Context: an optimization exercise on an open-source flow, tuned for small area, a short achievable clock period and few clock cycles per item. The choices shown serve that exercise and are no tape-out recipe.
In this exercise RTL edits were held to simulation tests only and were not proved equivalent to the original.

Design sha256_core, start of the top module:
module sha256_core (
    input  wire         clk,
    input  wire         rst,         
    input  wire         in_valid,
    output wire         in_ready,
    input  wire [255:0] in_state,    
    input  wire [511:0] in_block,    
    output wire         out_valid,
    input  wire         out_ready,
    output wire [255:0] out_digest   
);
Size in the first run: ~1000 I/O pins, ~77000 um^2 of cells after synthesis.
==> flow/config.mk <==
export PLATFORM = sky130hd
export DESIGN_NAME = sha256_core
export DESIGN_NICKNAME = sha256_core
export VERILOG_FILES = /design/flow/design.v
export SDC_FILE = /design/flow/constraint.sdc
export NUM_CORES = 4
export LEC_CHECK = 0
export CAP_MARGIN = 20
export CORE_MARGIN = 2
export CORE_UTILIZATION = 65
export CTS_CLUSTER_DIAMETER = 80
export CTS_CLUSTER_SIZE = 20
export SLEW_MARGIN = 20
export SYNTH_HIERARCHICAL = 1
==> flow/constraint.sdc <==
create_clock -name core_clock -period 10.0 [get_ports {clk}]
set_input_delay 2.0000 -clock core_clock [delete_from_list [all_inputs] [get_ports {clk}]]
set_output_delay 2.0000 -clock core_clock [all_outputs]
set_load 0.01 [all_outputs]
standard.sh (not shown) runs the stock make flow with config.mk's settings and CLKGATE_MAP_FILE= SYNTH_SCRIPT=/design/flow/synth_recipe.tcl, a recipe that flattens the netlist after the stock synthesis.
==> flow/flow/run.sh <==
#!/bin/bash
set -euo pipefail
export BUFFER_PORTS_ARGS="-buffer_cell sky130_fd_sc_hd__buf_1"
export SETUP_SLACK_MARGIN=5.5
bash standard.sh > standard.log 2>&1
The first run completed with no timing, DRC or antenna violations.
Testbench counts at the start, summed over its fixed seeds: cycles 62,408, blocks 960.
Edit:
--- a/flow/design.v
+++ b/flow/design.v
@@ -66,54 +66,43 @@
   assign out_digest = {a_q, b_q, c_q, d_q, e_q, f_q, g_q, h_q};
   wire [31:0] kt = k_q;
   wire [31:0] wt = w_q[15];
   wire [31:0] s1 = big_sigma1(e_q);
   wire [31:0] cf = ch(e_q, f_q, g_q);
   wire [31:0] s0 = big_sigma0(a_q);
   wire [31:0] mj = maj(a_q, b_q, c_q);
-  wire [31:0] a1s, a1c;
-  sha256_csa u_a1s (.x(ha_q), .y(wt), .z(kt), .s(a1s), .c(a1c));
-  wire [31:0] a2s, a2c;
-  sha256_csa u_a2s (.x(s1), .y(cf), .z(s0), .s(a2s), .c(a2c));
-  wire [31:0] a3s, a3c;
-  sha256_csa u_a3s (.x(a1s), .y(a1c), .z(mj), .s(a3s), .c(a3c));
-  wire [31:0] a4s, a4c;
-  sha256_csa u_a4s (.x(a2s), .y(a2c), .z(a3s), .s(a4s), .c(a4c));
-  wire [31:0] a5s, a5c;
-  sha256_csa u_a5s (.x(a4s), .y(a4c), .z(a3c), .s(a5s), .c(a5c));
+  wire [31:0] a1s = csa_s(ha_q, wt, kt),   a1c = csa_c(ha_q, wt, kt);
+  wire [31:0] a2s = csa_s(s1, cf, s0),     a2c = csa_c(s1, cf, s0);
+  wire [31:0] a3s = csa_s(a1s, a1c, mj),   a3c = csa_c(a1s, a1c, mj);
+  wire [31:0] a4s = csa_s(a2s, a2c, a3s),  a4c = csa_c(a2s, a2c, a3s);
+  wire [31:0] a5s = csa_s(a4s, a4c, a3c),  a5c = csa_c(a4s, a4c, a3c);
   wire        hold  = ov_q & ~out_ready;
   wire [31:0] a_alt = hold ? a_q : H0;
   wire [31:0] e_alt = hold ? e_q : H4;
   wire [31:0] a_next;
   sha256_add32 u_add_a (.x(a5s), .y(a5c), .sel(busy_q), .alt(a_alt), .s(a_next));
-  wire [31:0] e1s, e1c;
-  sha256_csa u_e1s (.x(d_q), .y(h_q), .z(wt), .s(e1s), .c(e1c));
-  wire [31:0] e2s, e2c;
-  sha256_csa u_e2s (.x(kt), .y(cf), .z(s1), .s(e2s), .c(e2c));
-  wire [31:0] e3s, e3c;
-  sha256_csa u_e3s (.x(e1s), .y(e1c), .z(e2s), .s(e3s), .c(e3c));
-  wire [31:0] e4s, e4c;
-  sha256_csa u_e4s (.x(e3s), .y(e3c), .z(e2c), .s(e4s), .c(e4c));
+  wire [31:0] e1s = csa_s(d_q, h_q, wt),   e1c = csa_c(d_q, h_q, wt);
+  wire [31:0] e2s = csa_s(kt, cf, s1),     e2c = csa_c(kt, cf, s1);
+  wire [31:0] e3s = csa_s(e1s, e1c, e2s),  e3c = csa_c(e1s, e1c, e2s);
+  wire [31:0] e4s = csa_s(e3s, e3c, e2c),  e4c = csa_c(e3s, e3c, e2c);
   wire [31:0] e_next;
   sha256_add32 u_add_e (.x(e4s), .y(e4c), .sel(busy_q), .alt(e_alt), .s(e_next));
   wire [31:0] hb = {32{busy_q}};
   wire [31:0] hl = {32{r63 | ~busy_q}};
   wire [31:0] b_new, c_new, d_new, f_new, g_new, gh_new;
   sha256_add32b u_add_b (.x(a_q & hb), .y(H1 & hl), .s(b_new));
   sha256_add32b u_add_c (.x(b_q & hb), .y(H2 & hl), .s(c_new));
   sha256_add32b u_add_d (.x(c_q & hb), .y(r62 ? H4 : (H3 & hl)), .s(d_new));
   sha256_add32b u_add_f (.x(e_q & hb), .y(H5 & hl), .s(f_new));
   sha256_add32b u_add_g (.x(f_q & hb), .y(H6 & hl), .s(g_new));
   sha256_add32b u_add_h (.x(g_q & hb), .y(r62 ? H0 : (H7 & hl)), .s(gh_new));
   wire [31:0] m0 = small_sigma1(w_q[14]);
   wire [31:0] m1 = small_sigma0(w_q[1]);
-  wire [31:0] w1s, w1c;
-  sha256_csa u_w1s (.x(m0), .y(m1), .z(w_q[9]), .s(w1s), .c(w1c));
-  wire [31:0] w2s, w2c;
-  sha256_csa u_w2s (.x(w1s), .y(w1c), .z(w_q[0]), .s(w2s), .c(w2c));
+  wire [31:0] w1s = csa_s(m0, m1, w_q[9]), w1c = csa_c(m0, m1, w_q[9]);
+  wire [31:0] w2s = csa_s(w1s, w1c, w_q[0]), w2c = csa_c(w1s, w1c, w_q[0]);
   wire [31:0] w_sched;
   sha256_add32b u_add_w (.x(w2s), .y(w2c), .s(w_sched));
   wire [31:0] w_port = in_block[511 - 32*widx_q -: 32];
   wire [31:0] w_next = fp_q ? w_port : w_sched;
   integer i;
   always @(posedge clk) begin
     for (i = 0; i < 15; i = i + 1)
@@ -221,17 +210,7 @@
       end else begin : pass
         assign go[i] = gi[i];
         assign po[i] = pi[i];
       end
     end
   endgenerate
 endmodule
-module sha256_csa (
-    input  wire [31:0] x,
-    input  wire [31:0] y,
-    input  wire [31:0] z,
-    output wire [31:0] s,
-    output wire [31:0] c
-);
-  assign s = x ^ y ^ z;
-  assign c = ((x & y) | (x & z) | (y & z)) << 1;
-endmodule
Result:
- clock skew goes up by 4.9 ps
- wire length goes up by 0.35%
- sequential share of layout area goes down by 0.84 points
- count of clock-buffer cells in the layout goes down by 1
- core utilization goes up by 0.62 points
- worst setup slack gains 91 ps
- maximum frequency goes up by 2.0%
- via count goes up by 5.4%
- die area goes up by 1.6%
- cell count goes up by 6.4%
- non-clock buffer count goes up by 3
Testbench counts after the change, summed over its fixed seeds: cycles 62,408, blocks 960.

port drivers added, routing unchanged:
In the flow no input, the clock included, has a driving cell. The finished layouts below were timed again as built, in two steps.
Step 1, drivers: a clkbuf_16 drives clk and a buf_2 each remaining input, both assumed.
Step 2 moves the port delays by t, midway between the first and last clock arrival at a register: inputs arrive t later, outputs are due t later. That takes back most of the time a late clock gives input paths.
Slacks: ideal / step 1 / step 2; pairs: ideal / step 1.
run	shift t [ns]	setup WS [ns]	worst hold slack (ns)	clock arrival spread, ns	worst register clock-pin slew, ns
the first run	0.802	5.446 / 5.446 / 4.792	0.320 / 0.320 / 0.320	0.050 / 0.049	0.09 / 0.09
the second run	0.799	5.537 / 5.537 / 4.814	0.316 / 0.316 / 0.316	0.056 / 0.056	0.09 / 0.09
After both steps every run listed still meets setup and hold. The setup slack of the second run, which loses most, moves by 0.000 ns with the drivers and by -0.723 ns with both steps.
